This is an optimization exercise on Yosys and OpenROAD, whose aim is small area, a short achievable clock period and few clock cycles per item, not a production implementation. The RTL was checked by simulation tests, not by an equivalence proof against the original design.

==> flow/design.v (outline; a module is shown in full before it is edited, if it fits) <==
// module ckv_crc: 1213 lines
module ckv_crc (
    input  wire        clk,
    input  wire        rst,
    input  wire        in_valid,
    output wire        in_ready,
    input  wire [1:0]  in_op,
    input  wire [1:0]  in_algo,
    input  wire [2:0]  in_len,
    input  wire [63:0] in_data,
    output wire        busy,
    output wire [63:0] value,
    output wire [63:0] result
);
  // ...
==> flow/flow/run.sh <==
#!/bin/bash
# The standard layout (the standard.sh) with two changes to its settings:
# - the three-input XOR/XNOR cells are kept out of synthesis and repair: ABC's
#   choice of them makes the CRC xor network larger and slower than two-input
#   cells do;
# - the port buffers that placement inserts on every input and output are
#   plain buf_1 cells rather than the delay buffers it picks by default.
# Everything else (synthesis script, floorplan, power grid, placement, CTS,
# routing) is standard.sh's. make's full output goes to standard_flow.log.
set -euo pipefail
cat >> config.mk <<'EOT'
export DONT_USE_CELLS = sky130_fd_sc_hd__xor3_1 sky130_fd_sc_hd__xor3_2 sky130_fd_sc_hd__xor3_4 sky130_fd_sc_hd__xnor3_1 sky130_fd_sc_hd__xnor3_2 sky130_fd_sc_hd__xnor3_4
export BUFFER_PORTS_ARGS = -buffer_cell sky130_fd_sc_hd__buf_1
EOT
bash standard.sh finish > standard_flow.log 2>&1
==> flow/standard.sh <==
#!/bin/bash
# synth_recipe.tcl (not shown) runs the flow's synth.tcl, then flattens the netlist and writes it again
# the make line also repeats each setting of config.mk as NAME=value (left out here)
make -C /OpenROAD-flow-scripts/flow DESIGN_CONFIG=/design/flow/config.mk WORK_HOME=/design/flow/orfs CLKGATE_MAP_FILE= SYNTH_SCRIPT=/design/flow/synth_recipe.tcl "${@:-finish}"
==> flow/config.mk <==
export PLATFORM = sky130hd
export DESIGN_NAME = ckv_crc
export DESIGN_NICKNAME = ckv_crc
export VERILOG_FILES = /design/flow/design.v
export SDC_FILE = /design/flow/constraint.sdc
export NUM_CORES = 4
export LEC_CHECK = 0
export CAP_MARGIN = 20
export CORE_MARGIN = 2
export CORE_UTILIZATION = 28
export CTS_CLUSTER_DIAMETER = 60
export CTS_CLUSTER_SIZE = 10
export GPL_ROUTABILITY_DRIVEN = 1
export PLACE_DENSITY = 0.45
export SETUP_SLACK_MARGIN = 1.0
export SLEW_MARGIN = 20
export DONT_USE_CELLS = sky130_fd_sc_hd__xor3_1 sky130_fd_sc_hd__xor3_2 sky130_fd_sc_hd__xor3_4 sky130_fd_sc_hd__xnor3_1 sky130_fd_sc_hd__xnor3_2 sky130_fd_sc_hd__xnor3_4
export BUFFER_PORTS_ARGS = -buffer_cell sky130_fd_sc_hd__buf_1
==> flow/constraint.sdc <==
create_clock -name core_clock -period 5.0 [get_ports {clk}]
set_input_delay 1.0000 -clock core_clock [delete_from_list [all_inputs] [get_ports {clk}]]
set_output_delay 1.0000 -clock core_clock [all_outputs]
set_load 0.01 [all_outputs]
==> impl_results.md, run 1 <==
- Final HPWL DP: roughly 210,000 um
- Hold Vio Cnt, Final: 0
- Post-CTS sizing: 43
- FF+latch area: approximately 4100 um^2
- Outcome: no timing/DRC/antenna violations
- Routability cong.: about 1.1
- DR iter-0 viols: about 5,900
- Crit path depth: 12
- Slew @ Worst Pin: 1300 ps
- Setup bufs post-CTS: 30
- Number of enable flip-flop cells after synthesis: 64
- Root Buffer: clkbuf_16
- Min-delay src: u_q[59]
- CP cell instances: and2_2 -> xnor2_4 -> buf_4 -> xnor2_2 -> buf_4 -> xnor2_2 -> xnor2_1 -> xnor2_1 -> xnor2_1 -> xnor2_1 -> a221oi_1 -> o21ai_0
- Fraction of area in multi-input gates: 66.7%
- Dominant cell type by area after synthesis: xnor2_1
- Reg2reg path depth: 12
- Largest family of logic cells by synthesized area: XOR/XNOR gates
- Initial Utilization: between 20% and 30%
- Via density: around 5.9
- Pins Over Slew Limit: 0
- Worst hold margin: 563 ps
- Core ar.: around 110,000 um^2
- Synth Area in Adders: less than 1%
- CTS sink cnt: 173
- Share of the synthesized area in the top cell type: a little over two fifths
- Die ar.: 111,000 um^2
- Routing usage on met3: 13.1%
- Max-cap violations: 0
- Compound-cell area share of the yosys netlist: 14.1%
- FP Rows: between 100 and 150
- Mapped Cells: between 3,000 and 4,000
- Mapped Nets: around 3,500
- Most frequent cells in the layout: xnor2_1, buf_4, xor2_1
- Hold Path End: u_q[59]
- Ratio of cells with drive above 1 in the final layout: a little under a quarter
- # diodes: 4
- Largest net degree at the start of global routing: 135
- Final setup violation count: 0
- Met1 WL: approximately 97,000 um
Testbench counts, summed over its fixed seeds: cycles 13,400, bytes 102,258.
==> run 2: changes to the inputs <==
--- a/flow/design.v
+++ b/flow/design.v
@@ -20,53 +20,52 @@
     reg [63:0] d_q;        
     reg [1:0]  algo_q;     
     reg [1:0]  op_q;
     reg [2:0]  len_q;
     reg        v_q;        
     reg        part_q;     
     reg        z_q;        
     reg        c_rot;      
-    reg        c_remap;    
     reg        c_load, c_init, c_hold;
     reg [7:0]  c_m;        
     reg [7:0]  c_h;        
     reg [7:0]  c_e0, c_e1, c_e2, c_e3;    
     reg [3:0]  c_i;        
     reg [7:0]  c_j;        
-    assign in_ready = !(c_rot || c_remap);
+    wire remap_wait = v_q && (in_op == OP_FEED) && (in_algo != algo_q);
+    assign in_ready = !c_rot && !remap_wait;
     assign busy     = v_q;
     wire accept = in_valid && in_ready;
-    wire       n_v    = rst ? 1'b0 : (in_ready ? in_valid : v_q);
+    wire       n_v    = rst ? 1'b0 : (accept || c_rot);
+    wire       remap  = c_hold && accept && (in_op == OP_FEED) && (in_algo != salg_q);
     wire [1:0] n_op   = accept ? in_op   : op_q;
     wire [1:0] n_algo = rst ? 2'd0 : (accept ? in_algo : algo_q);
     wire [2:0] n_len  = accept ? in_len  : len_q;
     wire       n_part = !rst && c_rot;
-    wire [1:0] n_salg = rst ? 2'd0 : (c_hold ? salg_q : algo_q);
+    wire [1:0] n_salg = rst ? 2'd0 : remap ? in_algo : (c_hold ? salg_q : algo_q);
     wire       n_z    = rst || (c_hold && z_q);
     wire n_feedish = (n_op == OP_FEED) || (n_op == OP_INIT_FEED);
     wire n_full    = (n_len == 3'd7);
     wire n_a32     = !n_algo[1];
     wire n_a16     = (n_algo == 2'd2);
     wire n_first   = n_v && !n_part;
-    wire n_remap   = n_first && (n_op == OP_FEED) && (n_algo != n_salg);
-    wire n_go      = n_first && !n_remap;        
+    wire n_go      = n_first;
     wire [2:0] n_j = 3'd7 - n_len;
     wire n_e       = n_v && n_feedish && ((n_full && n_go) || n_part);
     always @(posedge clk) begin
-        if (!c_remap) d_q <= c_rot ? 64'h0 : in_data;
+        d_q     <= c_rot ? 64'h0 : in_data;
         v_q     <= n_v;
         op_q    <= n_op;
         algo_q  <= n_algo;
         len_q   <= n_len;
         part_q  <= n_part;
         salg_q  <= n_salg;
         z_q     <= n_z;
         c_rot   <= n_go && n_feedish && !n_full;
-        c_remap <= n_remap;
         c_load  <= n_v && (n_op == OP_LOAD);
         c_init  <= n_v && (n_op == OP_INIT);
         c_hold  <= !n_v;
         c_i[0]  <= n_go && (n_op == OP_INIT_FEED) && (n_a32 || n_a16);
         c_i[1]  <= n_go && (n_op == OP_INIT_FEED) && (n_a32 || n_a16);
         c_i[2]  <= n_go && (n_op == OP_INIT_FEED) && n_a32;
         c_i[3]  <= n_go && (n_op == OP_INIT_FEED) && n_a32;
         c_j     <= 8'd1 << n_j;
@@ -1125,89 +1124,157 @@
     assign vout[59] = (s64 & u_q[3]);
     assign vout[60] = (s64 & u_q[4]);
     assign vout[61] = (s64 & u_q[5]);
     assign vout[62] = (s64 & u_q[6]);
     assign vout[63] = (s64 & u_q[7]);
     wire a32 = !algo_q[1];
     wire a16 = (algo_q == 2'd2);
     wire a64 = (algo_q == 2'd3);
-    wire [63:0] x = c_load ? d_q : vout;
     wire [63:0] tx;
-    assign tx[0] = (a32 & x[0]) | (a16 & x[8]) | (a64 & x[56]);
-    assign tx[1] = (a32 & x[1]) | (a16 & x[9]) | (a64 & x[57]);
-    assign tx[2] = (a32 & x[2]) | (a16 & x[10]) | (a64 & x[58]);
-    assign tx[3] = (a32 & x[3]) | (a16 & x[11]) | (a64 & x[59]);
-    assign tx[4] = (a32 & x[4]) | (a16 & x[12]) | (a64 & x[60]);
-    assign tx[5] = (a32 & x[5]) | (a16 & x[13]) | (a64 & x[61]);
-    assign tx[6] = (a32 & x[6]) | (a16 & x[14]) | (a64 & x[62]);
-    assign tx[7] = (a32 & x[7]) | (a16 & x[15]) | (a64 & x[63]);
-    assign tx[8] = (a32 & x[8]) | (a16 & x[0]) | (a64 & x[48]);
-    assign tx[9] = (a32 & x[9]) | (a16 & x[1]) | (a64 & x[49]);
-    assign tx[10] = (a32 & x[10]) | (a16 & x[2]) | (a64 & x[50]);
-    assign tx[11] = (a32 & x[11]) | (a16 & x[3]) | (a64 & x[51]);
-    assign tx[12] = (a32 & x[12]) | (a16 & x[4]) | (a64 & x[52]);
-    assign tx[13] = (a32 & x[13]) | (a16 & x[5]) | (a64 & x[53]);
-    assign tx[14] = (a32 & x[14]) | (a16 & x[6]) | (a64 & x[54]);
-    assign tx[15] = (a32 & x[15]) | (a16 & x[7]) | (a64 & x[55]);
-    assign tx[16] = (a32 & x[16]) | (a64 & x[40]);
-    assign tx[17] = (a32 & x[17]) | (a64 & x[41]);
-    assign tx[18] = (a32 & x[18]) | (a64 & x[42]);
-    assign tx[19] = (a32 & x[19]) | (a64 & x[43]);
-    assign tx[20] = (a32 & x[20]) | (a64 & x[44]);
-    assign tx[21] = (a32 & x[21]) | (a64 & x[45]);
-    assign tx[22] = (a32 & x[22]) | (a64 & x[46]);
-    assign tx[23] = (a32 & x[23]) | (a64 & x[47]);
-    assign tx[24] = (a32 & x[24]) | (a64 & x[32]);
-    assign tx[25] = (a32 & x[25]) | (a64 & x[33]);
-    assign tx[26] = (a32 & x[26]) | (a64 & x[34]);
-    assign tx[27] = (a32 & x[27]) | (a64 & x[35]);
-    assign tx[28] = (a32 & x[28]) | (a64 & x[36]);
-    assign tx[29] = (a32 & x[29]) | (a64 & x[37]);
-    assign tx[30] = (a32 & x[30]) | (a64 & x[38]);
-    assign tx[31] = (a32 & x[31]) | (a64 & x[39]);
-    assign tx[32] = (a64 & x[24]);
-    assign tx[33] = (a64 & x[25]);
-    assign tx[34] = (a64 & x[26]);
-    assign tx[35] = (a64 & x[27]);
-    assign tx[36] = (a64 & x[28]);
-    assign tx[37] = (a64 & x[29]);
-    assign tx[38] = (a64 & x[30]);
-    assign tx[39] = (a64 & x[31]);
-    assign tx[40] = (a64 & x[16]);
-    assign tx[41] = (a64 & x[17]);
-    assign tx[42] = (a64 & x[18]);
-    assign tx[43] = (a64 & x[19]);
-    assign tx[44] = (a64 & x[20]);
-    assign tx[45] = (a64 & x[21]);
-    assign tx[46] = (a64 & x[22]);
-    assign tx[47] = (a64 & x[23]);
-    assign tx[48] = (a64 & x[8]);
-    assign tx[49] = (a64 & x[9]);
-    assign tx[50] = (a64 & x[10]);
-    assign tx[51] = (a64 & x[11]);
-    assign tx[52] = (a64 & x[12]);
-    assign tx[53] = (a64 & x[13]);
-    assign tx[54] = (a64 & x[14]);
-    assign tx[55] = (a64 & x[15]);
-    assign tx[56] = (a64 & x[0]);
-    assign tx[57] = (a64 & x[1]);
-    assign tx[58] = (a64 & x[2]);
-    assign tx[59] = (a64 & x[3]);
-    assign tx[60] = (a64 & x[4]);
-    assign tx[61] = (a64 & x[5]);
-    assign tx[62] = (a64 & x[6]);
-    assign tx[63] = (a64 & x[7]);
+    assign tx[0] = (a32 & d_q[0]) | (a16 & d_q[8]) | (a64 & d_q[56]);
+    assign tx[1] = (a32 & d_q[1]) | (a16 & d_q[9]) | (a64 & d_q[57]);
+    assign tx[2] = (a32 & d_q[2]) | (a16 & d_q[10]) | (a64 & d_q[58]);
+    assign tx[3] = (a32 & d_q[3]) | (a16 & d_q[11]) | (a64 & d_q[59]);
+    assign tx[4] = (a32 & d_q[4]) | (a16 & d_q[12]) | (a64 & d_q[60]);
+    assign tx[5] = (a32 & d_q[5]) | (a16 & d_q[13]) | (a64 & d_q[61]);
+    assign tx[6] = (a32 & d_q[6]) | (a16 & d_q[14]) | (a64 & d_q[62]);
+    assign tx[7] = (a32 & d_q[7]) | (a16 & d_q[15]) | (a64 & d_q[63]);
+    assign tx[8] = (a32 & d_q[8]) | (a16 & d_q[0]) | (a64 & d_q[48]);
+    assign tx[9] = (a32 & d_q[9]) | (a16 & d_q[1]) | (a64 & d_q[49]);
+    assign tx[10] = (a32 & d_q[10]) | (a16 & d_q[2]) | (a64 & d_q[50]);
+    assign tx[11] = (a32 & d_q[11]) | (a16 & d_q[3]) | (a64 & d_q[51]);
+    assign tx[12] = (a32 & d_q[12]) | (a16 & d_q[4]) | (a64 & d_q[52]);
+    assign tx[13] = (a32 & d_q[13]) | (a16 & d_q[5]) | (a64 & d_q[53]);
+    assign tx[14] = (a32 & d_q[14]) | (a16 & d_q[6]) | (a64 & d_q[54]);
+    assign tx[15] = (a32 & d_q[15]) | (a16 & d_q[7]) | (a64 & d_q[55]);
+    assign tx[16] = (a32 & d_q[16]) | (a64 & d_q[40]);
+    assign tx[17] = (a32 & d_q[17]) | (a64 & d_q[41]);
+    assign tx[18] = (a32 & d_q[18]) | (a64 & d_q[42]);
+    assign tx[19] = (a32 & d_q[19]) | (a64 & d_q[43]);
+    assign tx[20] = (a32 & d_q[20]) | (a64 & d_q[44]);
+    assign tx[21] = (a32 & d_q[21]) | (a64 & d_q[45]);
+    assign tx[22] = (a32 & d_q[22]) | (a64 & d_q[46]);
+    assign tx[23] = (a32 & d_q[23]) | (a64 & d_q[47]);
+    assign tx[24] = (a32 & d_q[24]) | (a64 & d_q[32]);
+    assign tx[25] = (a32 & d_q[25]) | (a64 & d_q[33]);
+    assign tx[26] = (a32 & d_q[26]) | (a64 & d_q[34]);
+    assign tx[27] = (a32 & d_q[27]) | (a64 & d_q[35]);
+    assign tx[28] = (a32 & d_q[28]) | (a64 & d_q[36]);
+    assign tx[29] = (a32 & d_q[29]) | (a64 & d_q[37]);
+    assign tx[30] = (a32 & d_q[30]) | (a64 & d_q[38]);
+    assign tx[31] = (a32 & d_q[31]) | (a64 & d_q[39]);
+    assign tx[32] = (a64 & d_q[24]);
+    assign tx[33] = (a64 & d_q[25]);
+    assign tx[34] = (a64 & d_q[26]);
+    assign tx[35] = (a64 & d_q[27]);
+    assign tx[36] = (a64 & d_q[28]);
+    assign tx[37] = (a64 & d_q[29]);
+    assign tx[38] = (a64 & d_q[30]);
+    assign tx[39] = (a64 & d_q[31]);
+    assign tx[40] = (a64 & d_q[16]);
+    assign tx[41] = (a64 & d_q[17]);
+    assign tx[42] = (a64 & d_q[18]);
+    assign tx[43] = (a64 & d_q[19]);
+    assign tx[44] = (a64 & d_q[20]);
+    assign tx[45] = (a64 & d_q[21]);
+    assign tx[46] = (a64 & d_q[22]);
+    assign tx[47] = (a64 & d_q[23]);
+    assign tx[48] = (a64 & d_q[8]);
+    assign tx[49] = (a64 & d_q[9]);
+    assign tx[50] = (a64 & d_q[10]);
+    assign tx[51] = (a64 & d_q[11]);
+    assign tx[52] = (a64 & d_q[12]);
+    assign tx[53] = (a64 & d_q[13]);
+    assign tx[54] = (a64 & d_q[14]);
+    assign tx[55] = (a64 & d_q[15]);
+    assign tx[56] = (a64 & d_q[0]);
+    assign tx[57] = (a64 & d_q[1]);
+    assign tx[58] = (a64 & d_q[2]);
+    assign tx[59] = (a64 & d_q[3]);
+    assign tx[60] = (a64 & d_q[4]);
+    assign tx[61] = (a64 & d_q[5]);
+    assign tx[62] = (a64 & d_q[6]);
+    assign tx[63] = (a64 & d_q[7]);
+    wire r32 = !in_algo[1];
+    wire r16 = (in_algo == 2'd2);
+    wire r64 = (in_algo == 2'd3);
+    wire [63:0] rx;
+    assign rx[0] = (r32 & vout[0]) | (r16 & vout[8]) | (r64 & vout[56]);
+    assign rx[1] = (r32 & vout[1]) | (r16 & vout[9]) | (r64 & vout[57]);
+    assign rx[2] = (r32 & vout[2]) | (r16 & vout[10]) | (r64 & vout[58]);
+    assign rx[3] = (r32 & vout[3]) | (r16 & vout[11]) | (r64 & vout[59]);
+    assign rx[4] = (r32 & vout[4]) | (r16 & vout[12]) | (r64 & vout[60]);
+    assign rx[5] = (r32 & vout[5]) | (r16 & vout[13]) | (r64 & vout[61]);
+    assign rx[6] = (r32 & vout[6]) | (r16 & vout[14]) | (r64 & vout[62]);
+    assign rx[7] = (r32 & vout[7]) | (r16 & vout[15]) | (r64 & vout[63]);
+    assign rx[8] = (r32 & vout[8]) | (r16 & vout[0]) | (r64 & vout[48]);
+    assign rx[9] = (r32 & vout[9]) | (r16 & vout[1]) | (r64 & vout[49]);
+    assign rx[10] = (r32 & vout[10]) | (r16 & vout[2]) | (r64 & vout[50]);
+    assign rx[11] = (r32 & vout[11]) | (r16 & vout[3]) | (r64 & vout[51]);
+    assign rx[12] = (r32 & vout[12]) | (r16 & vout[4]) | (r64 & vout[52]);
+    assign rx[13] = (r32 & vout[13]) | (r16 & vout[5]) | (r64 & vout[53]);
+    assign rx[14] = (r32 & vout[14]) | (r16 & vout[6]) | (r64 & vout[54]);
+    assign rx[15] = (r32 & vout[15]) | (r16 & vout[7]) | (r64 & vout[55]);
+    assign rx[16] = (r32 & vout[16]) | (r64 & vout[40]);
+    assign rx[17] = (r32 & vout[17]) | (r64 & vout[41]);
+    assign rx[18] = (r32 & vout[18]) | (r64 & vout[42]);
+    assign rx[19] = (r32 & vout[19]) | (r64 & vout[43]);
+    assign rx[20] = (r32 & vout[20]) | (r64 & vout[44]);
+    assign rx[21] = (r32 & vout[21]) | (r64 & vout[45]);
+    assign rx[22] = (r32 & vout[22]) | (r64 & vout[46]);
+    assign rx[23] = (r32 & vout[23]) | (r64 & vout[47]);
+    assign rx[24] = (r32 & vout[24]) | (r64 & vout[32]);
+    assign rx[25] = (r32 & vout[25]) | (r64 & vout[33]);
+    assign rx[26] = (r32 & vout[26]) | (r64 & vout[34]);
+    assign rx[27] = (r32 & vout[27]) | (r64 & vout[35]);
+    assign rx[28] = (r32 & vout[28]) | (r64 & vout[36]);
+    assign rx[29] = (r32 & vout[29]) | (r64 & vout[37]);
+    assign rx[30] = (r32 & vout[30]) | (r64 & vout[38]);
+    assign rx[31] = (r32 & vout[31]) | (r64 & vout[39]);
+    assign rx[32] = (r64 & vout[24]);
+    assign rx[33] = (r64 & vout[25]);
+    assign rx[34] = (r64 & vout[26]);
+    assign rx[35] = (r64 & vout[27]);
+    assign rx[36] = (r64 & vout[28]);
+    assign rx[37] = (r64 & vout[29]);
+    assign rx[38] = (r64 & vout[30]);
+    assign rx[39] = (r64 & vout[31]);
+    assign rx[40] = (r64 & vout[16]);
+    assign rx[41] = (r64 & vout[17]);
+    assign rx[42] = (r64 & vout[18]);
+    assign rx[43] = (r64 & vout[19]);
+    assign rx[44] = (r64 & vout[20]);
+    assign rx[45] = (r64 & vout[21]);
+    assign rx[46] = (r64 & vout[22]);
+    assign rx[47] = (r64 & vout[23]);
+    assign rx[48] = (r64 & vout[8]);
+    assign rx[49] = (r64 & vout[9]);
+    assign rx[50] = (r64 & vout[10]);
+    assign rx[51] = (r64 & vout[11]);
+    assign rx[52] = (r64 & vout[12]);
+    assign rx[53] = (r64 & vout[13]);
+    assign rx[54] = (r64 & vout[14]);
+    assign rx[55] = (r64 & vout[15]);
+    assign rx[56] = (r64 & vout[0]);
+    assign rx[57] = (r64 & vout[1]);
+    assign rx[58] = (r64 & vout[2]);
+    assign rx[59] = (r64 & vout[3]);
+    assign rx[60] = (r64 & vout[4]);
+    assign rx[61] = (r64 & vout[5]);
+    assign rx[62] = (r64 & vout[6]);
+    assign rx[63] = (r64 & vout[7]);
     wire [63:0] initu = {32'h0, {16{a32}}, {16{!a64}}};
     wire [63:0] ce0, ce1, ce2, ce3;
     assign ce0 = {{8{c_e0[7]}}, {8{c_e0[6]}}, {8{c_e0[5]}}, {8{c_e0[4]}}, {8{c_e0[3]}}, {8{c_e0[2]}}, {8{c_e0[1]}}, {8{c_e0[0]}}};
     assign ce1 = {{8{c_e1[7]}}, {8{c_e1[6]}}, {8{c_e1[5]}}, {8{c_e1[4]}}, {8{c_e1[3]}}, {8{c_e1[2]}}, {8{c_e1[1]}}, {8{c_e1[0]}}};
     assign ce2 = {{8{c_e2[7]}}, {8{c_e2[6]}}, {8{c_e2[5]}}, {8{c_e2[4]}}, {8{c_e2[3]}}, {8{c_e2[2]}}, {8{c_e2[1]}}, {8{c_e2[0]}}};
     assign ce3 = {{8{c_e3[7]}}, {8{c_e3[6]}}, {8{c_e3[5]}}, {8{c_e3[4]}}, {8{c_e3[3]}}, {8{c_e3[2]}}, {8{c_e3[1]}}, {8{c_e3[0]}}};
     wire [63:0] u_d = (ce0 & e0) | (ce1 & e1) | (ce2 & e2) | (ce3 & e3) |
                       ({64{c_rot}}  & rotv) |
-                      ({64{c_load | c_remap}} & tx) |
+                      ({64{c_load}} & tx) |
                       ({64{c_init}} & initu) |
-                      ({64{c_hold}} & u_q);
+                      ({64{c_hold && !remap}} & u_q) |
+                      ({64{remap}} & rx);
     always @(posedge clk) u_q <= u_d;
     assign value  = vout;
     assign result = vout ^ {32'h0, {32{!algo_q[1]}}};
 endmodule
==> flow/config.mk (replaced) <==
export PLATFORM = sky130hd
export DESIGN_NAME = ckv_crc
export DESIGN_NICKNAME = ckv_crc
export VERILOG_FILES = /design/flow/design.v
export SDC_FILE = /design/flow/constraint.sdc
export NUM_CORES = 4
export LEC_CHECK = 0
export CAP_MARGIN = 10
export CORE_MARGIN = 2
export CORE_UTILIZATION = 28
export CTS_CLUSTER_DIAMETER = 60
export CTS_CLUSTER_SIZE = 10
export GPL_ROUTABILITY_DRIVEN = 1
export PLACE_DENSITY = 0.45
export SETUP_SLACK_MARGIN = 1.5
export SLEW_MARGIN = 10
export TNS_END_PERCENT = 10
export DONT_USE_CELLS = sky130_fd_sc_hd__xor3_1 sky130_fd_sc_hd__xor3_2 sky130_fd_sc_hd__xor3_4 sky130_fd_sc_hd__xnor3_1 sky130_fd_sc_hd__xnor3_2 sky130_fd_sc_hd__xnor3_4
export BUFFER_PORTS_ARGS = -buffer_cell sky130_fd_sc_hd__buf_1
==> run 2 against run 1 <==
Against the previous run:
- critical path depth grew 3
- critical endpoint is now u_q[14]
- first-iteration DRC count grew 6.0%
- via count grew 2.1%
- non-clock buffer count grew 75
- final cell count grew 1.7%
- core utilization grew 1.8 points
- flip-flop and latch count shrank 1
- clock skew grew 14 ps
- still clean
- count of clock-buffer cells in the layout is the same
- largest cell class unchanged
- register-to-register slack gained 450 ps
==> impl_results.md, run 2 <==
- Min-delay src: op_q[1] (was u_q[59])
- Register area share after synthesis: 11.3% (was 13.5%)
- Outcome: no timing/DRC/antenna violations (unchanged)
- Commonest non-fill, non-tap cell in the layout: xnor2_1 (unchanged)
- IO Pins: 204 (unchanged)
- Reg clk slew, reported paths: 110 ps (about the same)
- Wire per inst: 46.5 um (was 46.9 um)
- Largest family of logic cells by synthesized area: XOR/XNOR gates (unchanged)
- Setup WS pre-CTS: 255 ps (was 365 ps)
- Worst endpoint required time: 5440 ps (was 5330 ps)
- Crit Reg-Reg Startpoint: c_m[7] (unchanged)
- H-tree depth: 4 (unchanged)
- Share of the synthesized area in the top cell type: 42.1% (was 43.2%)
- Crit path to: u_q[14] (was u_q[25])
- Syn_area_per_cell: 8.77 um^2 (was 8.78 um^2)
- Met1 WL: 96,400 um (was 96,600 um)
- Post-DP Area: 36,500 um^2 (was 37,000 um^2)
- Root Buffer: clkbuf_16 (unchanged)
- Synth Area in Adders: 0.164% (was 0.165%)
- Synth Area in Simple Gates: 7.59% (was 7.20%)
- Min Tclk post-route: 3720 ps (was 4170 ps)
- Startpoint Class: flop (unchanged)
- Fmax: 269 MHz (was 240 MHz)
- CTS tree: yes (unchanged)
- Mapped Nets: 3,551 (was 3,534)
- Hold Vio Cnt, Final: 0 (unchanged)
- Area delta synth->final: 33.5% (was 27.5%)
- DR DRC count: 0 (unchanged)
- Final nets: 4,247 (was 4,160)
- Period utilisation layout: 74.4% (was 83.4%)
- RSZ-0062 raised after global routing: true (unchanged)
- Number of global-route vias before repair: 30,900 (was 30,600)
- Die ar.: 111,000 um^2 (about the same)
- Met3 WL: 31,400 um (was 29,300 um)
- Gr usage total: 45.4% (was 45.3%)
- Synth Flop Type: dfxtp_1 (unchanged)
- Regs by FF count: d_q x64, u_q x64 (unchanged)
- Final setup violation count: 0 (unchanged)
- Final WL: 260,000 um (was 258,000 um)
- Worst Setup End Kind: flop (unchanged)
- Final Cell Area: 40,700 um^2 (was 38,700 um^2)
- Die span in x: 334 um (was 333 um)
- Mapped Cells: 3,473 (was 3,456)
- Met2 wire len: 103,000 um (was 105,000 um)
- Via density: 5.93 (was 5.91)
- Reg2reg path depth: 15 (was 12)
- Synth Area in XOR/XNOR: 60.1% (was 58.3%)
- Ranking of synthesized cells by area: xnor2_1, dfxtp_1, xor2_1 (unchanged)
- Unique masters post-synth: 59 (was 52)
- Ratio of cells with drive above 1 in the final layout: 28.2% (was 23.1%)
- Mux cell area share after synthesis: 1.12% (was 2.18%)
- Cell with the most instances after synthesis: xnor2_1 (unchanged)
- Hold WC Path Type: reg2reg (unchanged)
- DR vias: 33,200 (was 32,500)
- Crit path from: c_m[7] (unchanged)
- Dominant cell type by area after synthesis: xnor2_1 (unchanged)
- Slew headroom: 17.5% (was 12.9%)
- 1st-pass router iterations: 10 (unchanged)
- DRT antenna net count: 0 (unchanged)
- FF+latch count, synth: 172 (was 173)
- Uppermost layer routed: met5 (unchanged)
- Pins Over Slew Limit: 0 (unchanged)
- Critical path fanouts, max: 11 (was 8)
- CP Class: reg2reg (unchanged)
- DR iter-0 viols: 6,295 (was 5,941)
- Clock buffer depth: 2 (unchanged)
- Final core occ: 37.8% (was 36.0%)
- CTS sink cnt: 172 (was 173)
- Worst-Skew Late Latency: 560 ps (about the same)
- Most frequent cells in the layout: xnor2_1, buf_4, xor2_1 (unchanged)
- Flop2flop setup slack: 1280 ps (was 830 ps)
- Initial Utilization: 28.3% (about the same)
- Number of enable flip-flop cells after synthesis: 0 (was 64)
- Largest net degree at the start of global routing: 79 (was 135)
- CTS Buf Count: 17 (unchanged)
- Worst Skew: 40.0 ps (was 26.4 ps)
- IO Port Bufs: 203 (unchanged)
- Setup TNS: 0 ps (unchanged)
- Worst EP arrival: 4160 ps (was 4510 ps)
- Yosys warning count: 1 (unchanged)
- Compound-cell area share of the yosys netlist: 15.2% (was 14.1%)
- First-pass GRT wire length: 327,000 um (was 325,000 um)
- FP Rows: 120 (unchanged)
- Die height: 334 um (was 333 um)
- Hold buffer count at CTS: 0 (unchanged)
- Core ar.: 108,000 um^2 (was 107,000 um^2)
- Post-Syn Area: 30,400 um^2 (about the same)
- Initial antenna violation count: 13 (was 10)
- Gr ovfl total: 0 (unchanged)
- Slew @ Worst Pin: 1230 ps (was 1300 ps)
- Routability cong.: 1.16 (was 1.12)
- Most frequent cells after synthesis: xnor2_1, xor2_1, nand2_1 (unchanged)
- RR Endpoint: u_q[14] (was u_q[25])
- Max-cap violations: 0 (unchanged)
- Final Worst Setup Slack: 1280 ps (was 828 ps)
- Final HPWL DP: 210,000 um (was 209,000 um)
- Asr flop ratio synth: 0% (unchanged)
==> run 2: cell count changes in the layout (fill, tap and decap cells not counted), moves of 28 or more <==
| cell | change |
|---|---|
| buf_12 | +28 |
| a21oi_1 | +30 |
| dfxtp_1 | +50 |
| edfxtp_1 | -64 |
| xnor2_4 | +47 |
| xnor2_2 | +53 |
| xnor2_1 | -93 |
==> run 2: area by class of cell <==
cell class | count | area (um^2)
diodes | 11 | 27.5
repair buffers | 955 | 7250
multi-input cells | 3004 | 27500
inverters | 19 | 71.3
flip-flops and latches | 172 | 3490
clock inverters | 14 | 170
well taps | 1403 | 1760
fillers | 11100 | 66900
clock buffers | 17 | 425
==> run 2: cell families (layout without fill, tap and decap cells) <==
family	count (synthesis)	count (layout)
other	0	11
and+or+nand+nor	489	490
DFF	172	172
xor gates and xnor gates	1865	1865
adders and majority gates	4	4
buffers and inverters	298	1005
muxes	34	34
AOI/OAI and AO/OA	611	611
==> run 2: how the worst min path moves through the flow <==
stage               to  slack (ps)  cells past startpoint
4_1_cts        u_q[61]         570                      2
3_5_place_dp   u_q[61]         550                      2
2_1_floorplan  u_q[63]         470                      2
5_1_grt        u_q[61]         600                      2
3_3_place_gp   op_q[0]         540                      2
6_report       op_q[1]         580                      2
==> run 2: critical path, stage by stage (launching register included) <==
cell,delay [ps]
dfxtp_1,340
buf_4,240
and2_2,250
xnor2_4,150
buf_12,160
buf_4,190
xnor2_4,90
buf_4,190
buf_4,160
xnor2_1,440
xnor2_1,170
xnor2_1,170
xnor2_1,330
xnor2_1,200
a222oi_1,410
nand2_1,110
==> run 2: through the flow <==
stage | hold slack, ps | instances
2_1_floorplan | 467 | 3473
5_1_grt | 596 | 5586
6_report | 576 | 5595
3_3_place_gp | 536 | 5387
3_5_place_dp | 553 | 5387
4_1_cts | 574 | 5522
==> run 2: timing repair <==
action | CTS | global route
setup buffers | 103 | 61
endpoints found under the setup margin | 139 | 134
resized for setup | 152 | 111
gates cloned | 1 | 0
pin swaps | 42 | 30
==> run 2: layer usage <==
layer | GRT usage [%] | vias to the layer above
li1 | - | 13100
met1 | 55.2 | 16200
met2 | 63.8 | 2986
met3 | 14.2 | 944
met4 | 40.3 | 8
met5 | 0.434 | -
Testbench counts of run 2, summed over its fixed seeds: cycles 13,400, bytes 102,258.
==> run 3: changes to the inputs <==
--- a/flow/config.mk
+++ b/flow/config.mk
@@ -16,3 +16,2 @@
 export SLEW_MARGIN = 10
-export TNS_END_PERCENT = 10
 export DONT_USE_CELLS = sky130_fd_sc_hd__xor3_1 sky130_fd_sc_hd__xor3_2 sky130_fd_sc_hd__xor3_4 sky130_fd_sc_hd__xnor3_1 sky130_fd_sc_hd__xnor3_2 sky130_fd_sc_hd__xnor3_4
==> run 3 against run 2 <==
Against the previous run:
- synthesized cell count is the same
- final cell count increased by 0.34%
- global-route usage is 0.26 points higher
- non-clock buffer count increased by 23
- highest routed layer unchanged
- cell area increased by 1.7%
- first-iteration DRC count is 0.91% higher
- count of clock-buffer cells in the layout unchanged
- still clean
- clock skew rose by 4.3 ps
- flip-flop and latch count did not move
==> impl_results.md, run 3 <==
- Outcome: no timing/DRC/antenna violations (unchanged)
- CP Class: reg2reg (unchanged)
- Regs by FF count: d_q x64, u_q x64 (unchanged)
- Max-cap violations: 0 (unchanged)
- Flop2flop setup slack: 1330 ps (was 1280 ps)
- CTS sink cnt: 172 (unchanged)
- Most frequent cells in the layout: xnor2_1, buf_4, xor2_1 (unchanged)
- IO Pins: 204 (unchanged)
- Reg clk slew, reported paths: 120 ps (was 110 ps)
- Via density: 5.92 (was 5.93)
- RR Endpoint: u_q[45] (was u_q[14])
- First-pass GRT wire length: 329,000 um (was 327,000 um)
- Worst Skew: 44.4 ps (was 40.0 ps)
- DRT antenna net count: 0 (unchanged)
- FP Rows: 120 (unchanged)
- Min Tclk post-route: 3670 ps (was 3720 ps)
- Synth Flop Type: dfxtp_1 (unchanged)
- Root Buffer: clkbuf_16 (unchanged)
- Syn_area_per_cell: 8.77 um^2 (unchanged)
- Reg2reg path depth: 15 (unchanged)
- Largest net degree at the start of global routing: 79 (unchanged)
- Mux cell area share after synthesis: 1.12% (unchanged)
- Die span in x: 334 um (unchanged)
- Hold Path End: op_q[1] (unchanged)
- Synth Area in Simple Gates: 7.59% (unchanged)
- Worst Setup End Kind: flop (unchanged)
- Ratio of cells with drive above 1 in the final layout: 29.7% (was 28.2%)
- H-tree depth: 4 (unchanged)
- 1st-pass router iterations: 11 (was 10)
- Commonest non-fill, non-tap cell in the layout: xnor2_1 (unchanged)
- Setup TNS: 0 ps (unchanged)
- Die ar.: 111,000 um^2 (unchanged)
- DR DRC count: 0 (unchanged)
- Period utilisation layout: 73.4% (was 74.4%)
- Asr flop ratio synth: 0% (unchanged)
- Number of global-route vias before repair: 31,000 (was 30,900)
- Number of enable flip-flop cells after synthesis: 0 (unchanged)
- Register area share after synthesis: 11.3% (unchanged)
- Crit Reg-Reg Startpoint: u_q[13] (was c_m[7])
- Worst EP arrival: 4070 ps (was 4160 ps)
- Share of the synthesized area in the top cell type: 42.1% (unchanged)
- Setup WS pre-CTS: 255 ps (unchanged)
- Compound-cell area share of the yosys netlist: 15.2% (unchanged)
- Gr ovfl total: 0 (unchanged)
- IO Port Bufs: 203 (unchanged)
- Synth Area in Adders: 0.164% (unchanged)
- Final Worst Setup Slack: 1330 ps (was 1280 ps)
- Synth Area in XOR/XNOR: 60.1% (unchanged)
- RSZ-0062 raised after global routing: true (unchanged)
- DR vias: 33,200 (about the same)
- Slew @ Worst Pin: 1320 ps (was 1230 ps)
- Core ar.: 108,000 um^2 (unchanged)
- Area delta synth->final: 35.8% (was 33.5%)
- Dominant cell type by area after synthesis: xnor2_1 (unchanged)
- Yosys warning count: 1 (unchanged)
- Clock buffer depth: 2 (unchanged)
- Largest family of logic cells by synthesized area: XOR/XNOR gates (unchanged)
- Gr usage total: 45.6% (was 45.4%)
- DR iter-0 viols: 6,352 (was 6,295)
- Fmax: 273 MHz (was 269 MHz)
- Final setup violation count: 0 (unchanged)
- Wire per inst: 46.6 um (was 46.5 um)
- Post-Syn Area: 30,400 um^2 (unchanged)
- Worst endpoint required time: 5400 ps (was 5440 ps)
- Final nets: 4,270 (was 4,247)
- Unique masters post-synth: 59 (unchanged)
- Worst-Skew Late Latency: 570 ps (was 560 ps)
- Final WL: 262,000 um (was 260,000 um)
- Slew headroom: 11.3% (was 17.5%)
- Most frequent cells after synthesis: xnor2_1, xor2_1, nand2_1 (unchanged)
- Min-delay src: op_q[1] (unchanged)
- Routability cong.: 1.16 (unchanged)
- CTS Buf Count: 17 (unchanged)
- FF+latch count, synth: 172 (unchanged)
- Mapped Cells: 3,473 (unchanged)
- Critical path fanouts, max: 7 (was 11)
- Ranking of synthesized cells by area: xnor2_1, dfxtp_1, xor2_1 (unchanged)
- Mapped Nets: 3,551 (unchanged)
- Final HPWL DP: 210,000 um (unchanged)
- Startpoint Class: flop (unchanged)
- Pins Over Slew Limit: 0 (unchanged)
- Initial antenna violation count: 11 (was 13)
- Die height: 334 um (unchanged)
- Hold Crit Depth: 2 (unchanged)
- Initial Utilization: 28.3% (unchanged)
- Cell with the most instances after synthesis: xnor2_1 (unchanged)
- Hold WC Path Type: reg2reg (unchanged)
- CTS tree: yes (unchanged)
- Hold Vio Cnt, Final: 0 (unchanged)
-- run 3: cell types whose count changed in the layout (fill, tap and decap cells not counted), moves of 6 or more --
cell     delta
buf_6      +10
dfxtp_1     -7
dfxtp_2     +6
xnor2_1    -19
xnor2_2    +14
xor2_1      -8
-- run 3: area by class of cell --
cell class	instances	area (um^2)
Sequential cell	172	3510
Fill cell	11100	66200
Multi-Input combinational cell	3004	27800
Tap cell	1403	1760
Inverter	19	71.3
Clock buffer	17	425
Clock inverter	14	170
Timing Repair Buffer	978	7550
Antenna cell	7	17.5
-- run 3: worst max path at each step --
stage	from	end	slack (ps)	cells past startpoint
after floorplan	in_algo[1]	u_q[63]	1550	12
after CTS	c_i[2]	u_q[7]	1340	13
final	u_q[13]	u_q[45]	1330	15
after global placement	c_m[6]	u_q[7]	270	12
after detailed placement	c_m[6]	u_q[7]	260	12
after global routing	u_q[13]	u_q[45]	1390	15
-- run 3: worst max-delay path: stages, from the launching register on --
cell      delay, ps
dfxtp_2         570
xnor2_1         160
nor3b_2         240
xnor2_2         130
buf_4           190
buf_6           210
xnor2_2         120
buf_4           240
xor2_1          170
buf_4           240
xnor2_1         160
xnor2_2         390
buf_4           190
xor2_1          200
buf_4           180
o211ai_1         90
-- run 3: kinds of logic after synthesis --
group,count (synthesis)
DFF,172
xor gates and xnor gates,1865
AOI/OAI and AO/OA,611
muxes,34
and+or+nand+nor,489
buffers and inverters,298
adders and majority gates,4
-- run 3: through the flow --
stage / area [um^2] / instances / util (%) / hold slack, ps
global route: 41300 / 5611 / 38.4 / 596
detailed placement: 36500 / 5387 / 33.9 / 553
CTS: 40000 / 5548 / 37.2 / 574
floorplan: 30500 / 3473 / - / 467
global placement: 36500 / 5387 / 33.9 / 536
finish: 41300 / 5614 / 38.4 / 579
-- run 3: layer usage --
layer  wire [um]  vias to the layer above  part of all wire [%]  global-route usage [%]
met1       97300                    16200                    37                    55.4
met3       31800                      934                    12                    14.7
met4       29000                        6                    11                    39.6
li1            -                    13100                     -                       -
met5          37                        -                 0.014                       0
met2      104000                     2991                    40                    64.5
-- run 3: what timing repair did --
item | in CTS | in global routing
setup buffers | 129 | 59
cloned | 1 | 0
gates resized for setup | 226 | 127
pin swaps | 57 | 32
hold buffers | 0 | 0
setup endpoints to repair | 139 | 75
==> run 4: changes to the inputs <==
--- a/flow/config.mk
+++ b/flow/config.mk
@@ -14,3 +14,3 @@
 export PLACE_DENSITY = 0.45
-export SETUP_SLACK_MARGIN = 1.5
+export SETUP_SLACK_MARGIN = 1.3
 export SLEW_MARGIN = 10
==> run 4 against run 3 <==
Against the previous run:
- largest cell class unchanged
- critical path type unchanged
- clock skew up 10 ps
- cell area down 3.9%
- synthesized cell count unchanged
- sequential share of layout area up 0.29 points
- flip-flop and latch count unchanged
- die area unchanged
- hold slack worse by 25 ps
- wire length down 0.94%
==> impl_results.md, run 4 <==
- Crit path from: c_m[6] (was u_q[13])
- Final setup violation count: 0 (unchanged)
- Max-cap violations: 0 (unchanged)
- Cell with the most instances after synthesis: xnor2_1 (unchanged)
- IO Pins: 204 (unchanged)
- DR iter-0 viols: 5,656 (was 6,352)
- Routability cong.: 1.13 (was 1.16)
- FP Rows: 120 (unchanged)
- Clock buffer depth: 2 (unchanged)
- Slew headroom: 13.7% (was 11.3%)
- Core ar.: 108,000 um^2 (unchanged)
- Most frequent cells in the layout: xnor2_1, buf_4, xor2_1 (unchanged)
- Hold Vio Cnt, Final: 0 (unchanged)
- CP max-delay cell: xnor2_4 (was dfxtp_2)
- Final WL: 259,000 um (was 262,000 um)
- Ranking of synthesized cells by area: xnor2_1, dfxtp_1, xor2_1 (unchanged)
- FF+latch count, synth: 172 (unchanged)
- Slew @ Worst Pin: 1290 ps (was 1320 ps)
- Regs by FF count: d_q x64, u_q x64 (unchanged)
- CP cell instances: nand2_1 -> xor2_2 -> xnor2_4 -> xnor2_2 -> buf_4 -> xnor2_1 -> buf_4 -> xnor2_1 -> buf_4 -> xnor2_1 -> xnor2_1 -> nand2_1 -> nand3_1 (was xnor2_1 -> nor3b_2 -> xnor2_2 -> buf_4 -> buf_6 -> xnor2_2 -> buf_4 -> xor2_1 -> buf_4 -> xnor2_1 -> xnor2_2 -> buf_4 -> xor2_1 -> buf_4 -> o211ai_1)
- Reg2reg path depth: 13 (was 15)
- First-pass GRT wire length: 326,000 um (was 329,000 um)
- Flop2flop setup slack: 1160 ps (was 1330 ps)
- Number of enable flip-flop cells after synthesis: 0 (unchanged)
- Hold Crit Depth: 2 (unchanged)
- 1st-pass router iterations: 7 (was 11)
- Asr flop ratio synth: 0% (unchanged)
- Commonest non-fill, non-tap cell in the layout: xnor2_1 (unchanged)
- Unique masters post-synth: 59 (unchanged)
- Post-Syn Area: 30,400 um^2 (unchanged)
- Ratio of cells with drive above 1 in the final layout: 26.3% (was 29.7%)
- Largest net degree at the start of global routing: 63 (was 79)
- Gr ovfl total: 0 (unchanged)
- Min-delay src: op_q[0] (was op_q[1])
- Cell Count Post-Placement: 5,372 (was 5,387)
- Die ar.: 111,000 um^2 (unchanged)
- Worst Skew: 54.6 ps (was 44.4 ps)
- CTS tree: yes (unchanged)
- Die span in x: 334 um (unchanged)
- Final HPWL DP: 208,000 um (was 210,000 um)
- Critical path fanouts, max: 11 (was 7)
- Initial antenna violation count: 14 (was 11)
- Finished Layout Cells: 5,541 (was 5,614)
- Hold Path End: op_q[0] (was op_q[1])
- Worst-Skew Late Latency: 580 ps (was 570 ps)
- CTS sink cnt: 172 (unchanged)
- DRT antenna net count: 0 (unchanged)
- DR DRC count: 0 (unchanged)
- Number of global-route vias before repair: 30,600 (was 31,000)
- Fmax: 260 MHz (was 273 MHz)
- Period utilisation layout: 76.9% (was 73.4%)
- Most frequent cells after synthesis: xnor2_1, xor2_1, nand2_1 (unchanged)
- RR Endpoint: u_q[50] (was u_q[45])
- Dominant cell type by area after synthesis: xnor2_1 (unchanged)
- Worst Setup End Kind: flop (unchanged)
- Gr usage total: 45.3% (was 45.6%)
- Max incr delay on CP: 560 ps (was 570 ps)
- Final nets: 4,195 (was 4,270)
- IO Port Bufs: 203 (unchanged)
- Root Buffer: clkbuf_16 (unchanged)
- Syn_area_per_cell: 8.77 um^2 (unchanged)
- Crit Reg-Reg Startpoint: c_m[6] (was u_q[13])
- CTS Buf Count: 17 (unchanged)
- Reg clk slew, reported paths: 90 ps (was 120 ps)
- Min Tclk post-route: 3840 ps (was 3670 ps)
- Via density: 5.93 (was 5.92)
- DR vias: 32,800 (was 33,200)
- Die height: 334 um (unchanged)
- H-tree depth: 4 (unchanged)
- Share of the synthesized area in the top cell type: 42.1% (unchanged)
- Outcome: no timing/DRC/antenna violations (unchanged)
- Yosys warning count: 1 (unchanged)
- Hold WC Path Type: reg2reg (unchanged)
- Wire per inst: 46.8 um (was 46.6 um)
- Pins Over Slew Limit: 0 (unchanged)
- Most used cell, CP: xnor2_1 (was buf_4)
- CP Class: reg2reg (unchanged)
- Synth Flop Type: dfxtp_1 (unchanged)
- Mapped Nets: 3,551 (unchanged)
- Mapped Cells: 3,473 (unchanged)
- Setup TNS: 0 ps (unchanged)
- Worst endpoint required time: 5470 ps (was 5400 ps)
- Register area share after synthesis: 11.3% (unchanged)
- Area delta synth->final: 30.5% (was 35.8%)
- Startpoint Class: flop (unchanged)
- Initial Utilization: 28.3% (unchanged)
- Worst EP arrival: 4310 ps (was 4070 ps)
- RSZ-0062 raised after global routing: true (unchanged)
[run 4: stage by stage]
step | setup WS [ps] | area, um^2 | hold WS [ps] | util (%)
after floorplan | 1330 | 30400 | 467 | -
final | 1160 | 39700 | 554 | 37.0
after detailed placement | 348 | 36300 | 543 | 33.8
after global placement | 28.6 | 36300 | 543 | 33.8
after global routing | 1260 | 39700 | 587 | 37.0
after CTS | 1210 | 38900 | 563 | 36.1
[run 4: timing repair]
action | in CTS | in global routing
buffers inserted | 92 | 36
setup endpoints to repair | 105 | 59
pin swaps | 33 | 20
hold buffers | 0 | 0
cloned | 0 | 0
resized for setup | 122 | 73
[run 4: worst max-delay path by stage]
stage,to,slack [ps],cells past startpoint
final,u_q[50],1160,13
after global routing,u_q[53],1260,14
after CTS,u_q[31],1210,14
after detailed placement,u_q[31],350,11
after global placement,u_q[0],30,10
after floorplan,u_q[63],1330,12
[run 4: area by class of cell]
| cell class | count | area [um^2] |
|---|---|---|
| diodes | 8 | 20.0 |
| flip-flops and latches | 172 | 3490 |
| clock inverters | 15 | 215 |
| multi-input cells | 3003 | 27100 |
| clock buffers | 17 | 425 |
| well taps | 1403 | 1760 |
| inverters | 19 | 71.3 |
| fillers | 11200 | 67800 |
| repair buffers | 904 | 6700 |
[run 4: cells by family after synthesis]
| logic type | synth area share (%) |
|---|---|
| adders and majority gates | 0.164 |
| muxes | 1.12 |
| DFF | 11.3 |
| buffers and inverters | 4.53 |
| and+or+nand+nor | 7.59 |
| AOI/OAI and AO/OA | 15.2 |
| xor gates and xnor gates | 60.1 |
[run 4: critical path: cells and delay by family, from the launching register on]
kind | cells | cell delay [ps]
buf+inv | 3 | 650
simple gates | 3 | 650
xor+xnor | 7 | 1880
flops | 1 | 530
[run 4: layer usage]
layer	share of wire (%)	track usage (%)	wire length (um)
met1	38	55.0	97700
met5	0.030	0	77
met4	11	38.6	28000
met3	11	13.7	29200
met2	40	65.2	104000

==> what the ideal ports hide <==
Ports are ideal in the flow. The routed layouts listed here were re-timed in OpenROAD.
Step 1 (the two cells are an assumption about what drives the block):
set clk [get_ports {clk}]
set_driving_cell -lib_cell sky130_fd_sc_hd__clkbuf_16 $clk
set_driving_cell -lib_cell sky130_fd_sc_hd__buf_2 [delete_from_list [all_inputs] $clk]
Step 2 also shifts input and output timing later by t, the mid clock arrival at the registers, as if the neighbouring blocks saw the same clock.
Slacks: ideal / step 1 / step 2; pairs: ideal / step 1.
run | shift t [ns] | setup slack, ns | hold slack, ns | pins driven straight from the clock port
run 1 | 0.627 | 0.828 / 0.828 / 0.828 | 0.563 / 0.563 / 0.563 | 1
run 2 | 0.608 | 1.279 / 1.211 / 0.979 | 0.576 / 0.576 / 0.576 | 1
run 3 | 0.615 | 1.331 / 1.331 / 1.153 | 0.579 / 0.579 / 0.579 | 1
run 4 | 0.622 | 1.156 / 1.156 / 0.938 | 0.554 / 0.554 / 0.554 | 1
After both steps every run listed still meets setup and hold. For run 2, which loses most, drivers alone change the setup slack by -0.068 ns; drivers and shift together by -0.300 ns.
